Source: an optimization exercise on an open RTL-to-GDS flow (aim: small area and a short achievable clock period). Production flows keep margins and buffers that such runs may drop.
Only simulation tests tie the RTL to the original design; equivalence was not proved.
No activity file was given, so power comes from the tool's default toggle rates.

==> flow/design.v (excerpt) <==
module frame_phase (
    input  wire        clk,
    input  wire        rst_n,         
    input  wire        cmd_valid,
    input  wire [2:0]  cmd_op,
    input  wire [2:0]  cmd_frame,
    input  wire [63:0] cmd_tick,      
    input  wire [63:0] cmd_data,
    output reg         r_valid,
    output reg  [47:0] r_acc,
    output wire [47:0] r_phase
);
==> flow/config.mk <==
export PLATFORM = sky130hd
export DESIGN_NAME = frame_phase
export DESIGN_NICKNAME = frame_phase
export VERILOG_FILES = /design/flow/design.v
export SDC_FILE = /design/flow/constraint.sdc
export NUM_CORES = 4
export LEC_CHECK = 0
export ABC_AREA = 1
export CAP_MARGIN = 20
export CORE_MARGIN = 2
export CORE_UTILIZATION = 60
export CTS_BUF_LIST = sky130_fd_sc_hd__clkbuf_16
export CTS_CLUSTER_DIAMETER = 80
export CTS_CLUSTER_SIZE = 25
export SLEW_MARGIN = 20
==> flow/constraint.sdc <==
create_clock -name core_clock -period 18.0 [get_ports {clk}]
set_input_delay 3.6000 -clock core_clock [delete_from_list [all_inputs] [get_ports {clk}]]
set_output_delay 3.6000 -clock core_clock [all_outputs]
set_load 0.01 [all_outputs]
standard.sh (not shown) runs the stock make flow with config.mk's settings and CLKGATE_MAP_FILE= SYNTH_SCRIPT=/design/flow/synth_recipe.tcl, a recipe that flattens the netlist after the stock synthesis.
==> flow/flow/run.sh <==
#!/bin/bash
set -euo pipefail
bash standard.sh SETUP_SLACK_MARGIN=13 "BUFFER_PORTS_ARGS=-buffer_cell sky130_fd_sc_hd__buf_2" finish > flow_make.log 2>&1
Change:
--- a/flow/design.v
+++ b/flow/design.v
@@ -1884,18 +1884,18 @@
     wire [31:0] po_m =
         ({32{s2_psel[0]}} & po0) | ({32{s2_psel[1]}} & po1) |
         ({32{s2_psel[2]}} & po2) | ({32{s2_psel[3]}} & po3) |
         ({32{s2_psel[4]}} & po4) | ({32{s2_psel[5]}} & po5) |
         ({32{s2_psel[6]}} & po6) | ({32{s2_psel[7]}} & po7);
     wire        c16 = s2_c16;
     wire [31:0] sh_ = {s2_S[47] ^ (^s2_L), s2_S[46:16]};
     wire [31:0] ch_ = s2_C[47:16];
-    wire [31:0] a1x, a1y;
-    assign {a1y, a1x} = {po_m & sh_ | ch_ & (po_m ^ sh_), po_m ^ sh_ ^ ch_};
+    wire [31:0] a1x = po_m ^ sh_ ^ ch_;
+    wire [31:0] a1y = (po_m & sh_) | (ch_ & (po_m ^ sh_));
     wire [31:0] a1z = {a1y[30:0], c16};
     wire [31:0] ad1_p, ad1_g, ad1_s;
     wire ad1_co;
     assign ad1_p[0] = a1x[0] ^ a1z[0];
     assign ad1_g[0] = a1x[0] & a1z[0];
     assign ad1_p[1] = a1x[1] ^ a1z[1];
     assign ad1_g[1] = a1x[1] & a1z[1];
     assign ad1_p[2] = a1x[2] ^ a1z[2];
@@ -2100,24 +2100,23 @@
     assign ad1_s[26] = ad1_p[26] ^ ad1_G40;
     assign ad1_s[27] = ad1_p[27] ^ ad1_G54;
     assign ad1_s[28] = ad1_p[28] ^ ad1_G34;
     assign ad1_s[29] = ad1_p[29] ^ ad1_G55;
     assign ad1_s[30] = ad1_p[30] ^ ad1_G41;
     assign ad1_s[31] = ad1_p[31] ^ ad1_G56;
     assign ad1_co = ad1_G30;
     wire [31:0] a1 = ad1_s;
-    wire [31:0] npo = ~po_m;
-    wire [31:0] a2x, a2y;
-    assign {a2y, a2x} = {npo & sh_ | ch_ & (npo ^ sh_), npo ^ sh_ ^ ch_};
-    wire [31:0] a2z = {a2y[30:0], c16};
+    wire [31:0] a2x = po_m ^ ~sh_ ^ ~ch_;
+    wire [31:0] a2y = (po_m & ~sh_) | (~ch_ & (po_m ^ ~sh_));
+    wire [31:0] a2z = {a2y[30:0], 1'b0};
     wire [31:0] ad2_p, ad2_g, ad2_s;
     wire ad2_co;
     assign ad2_p[0] = a2x[0] ^ a2z[0];
-    assign ad2_g[0] = (a2x[0] & a2z[0]) | (ad2_p[0] & 1'b1);
+    assign ad2_g[0] = (a2x[0] & a2z[0]) | (ad2_p[0] & ~c16);
     assign ad2_p[1] = a2x[1] ^ a2z[1];
     assign ad2_g[1] = a2x[1] & a2z[1];
     assign ad2_p[2] = a2x[2] ^ a2z[2];
     assign ad2_g[2] = a2x[2] & a2z[2];
     assign ad2_p[3] = a2x[3] ^ a2z[3];
     assign ad2_g[3] = a2x[3] & a2z[3];
     assign ad2_p[4] = a2x[4] ^ a2z[4];
     assign ad2_g[4] = a2x[4] & a2z[4];
@@ -2283,17 +2282,17 @@
     wire ad2_G53 = ad2_g[24] | (ad2_p[24] & ad2_G31);
     wire ad2_P53 = ad2_p[24] & ad2_P31;
     wire ad2_G54 = ad2_g[26] | (ad2_p[26] & ad2_G40);
     wire ad2_P54 = ad2_p[26] & ad2_P40;
     wire ad2_G55 = ad2_g[28] | (ad2_p[28] & ad2_G34);
     wire ad2_P55 = ad2_p[28] & ad2_P34;
     wire ad2_G56 = ad2_g[30] | (ad2_p[30] & ad2_G41);
     wire ad2_P56 = ad2_p[30] & ad2_P41;
-    assign ad2_s[0] = ad2_p[0] ^ 1'b1;
+    assign ad2_s[0] = ad2_p[0] ^ ~c16;
     assign ad2_s[1] = ad2_p[1] ^ ad2_g[0];
     assign ad2_s[2] = ad2_p[2] ^ ad2_G0;
     assign ad2_s[3] = ad2_p[3] ^ ad2_G42;
     assign ad2_s[4] = ad2_p[4] ^ ad2_G16;
     assign ad2_s[5] = ad2_p[5] ^ ad2_G43;
     assign ad2_s[6] = ad2_p[6] ^ ad2_G35;
     assign ad2_s[7] = ad2_p[7] ^ ad2_G44;
     assign ad2_s[8] = ad2_p[8] ^ ad2_G24;
@@ -2317,18 +2316,18 @@
     assign ad2_s[26] = ad2_p[26] ^ ad2_G40;
     assign ad2_s[27] = ad2_p[27] ^ ad2_G54;
     assign ad2_s[28] = ad2_p[28] ^ ad2_G34;
     assign ad2_s[29] = ad2_p[29] ^ ad2_G55;
     assign ad2_s[30] = ad2_p[30] ^ ad2_G41;
     assign ad2_s[31] = ad2_p[31] ^ ad2_G56;
     assign ad2_co = ad2_G30;
     wire [31:0] a2 = ad2_s;
-    wire [31:0] ph_hi = (s2_ax ? a2 : a1) ^ {s2_az, 31'd0};
-    wire [31:0] po_new = a1 ^ {32{s2_sp}};
+    wire [31:0] ph_hi = (s2_ax ? ~a2 : a1) ^ {s2_az, 31'd0};
+    wire [31:0] po_new = s2_sp ? a2 : a1;
     wire [7:0] we_po = s2_wsel;
     always @(posedge clk) begin
         if (we_po[0]) po0 <= po_new;
         if (we_po[1]) po1 <= po_new;
         if (we_po[2]) po2 <= po_new;
         if (we_po[3]) po3 <= po_new;
         if (we_po[4]) po4 <= po_new;
         if (we_po[5]) po5 <= po_new;
The new run ran to the end with no violations.
Worst hold slack is about the same.
Clock power goes down by about 2%.
Combinational power hardly moves.
Via count goes up by 1.3%.
Setup slack improves by 0.0065 ns.

==> what the ideal ports hide <==
How much do the figures lean on ideal ports? The routed layouts below were timed once more, with nothing changed but the port constraints. Step 1 sets driving cells, clkbuf_16 on the clock port and buf_2 on the other inputs (assumed; they add their load-dependent delay and slew). Step 2 also shifts input and output timing later by t, the mid clock arrival at the registers, as if the neighbouring blocks saw the same clock. a / b / c = ideal ports / drivers / drivers and shift; a / b = the first two.
run	t (ns)	slack for setup (ns)	clock arrival spread, ns	pins driven straight from the clock port
the first run	0.797	13.003 / 13.002 / 12.236	0.056 / 0.057	1
the second run	0.797	13.010 / 12.892 / 12.095	0.039 / 0.038	1
After both steps setup and hold are still met in every run listed. For the second run, which loses most, drivers alone change the setup slack by -0.118 ns; drivers and shift together by -0.915 ns.
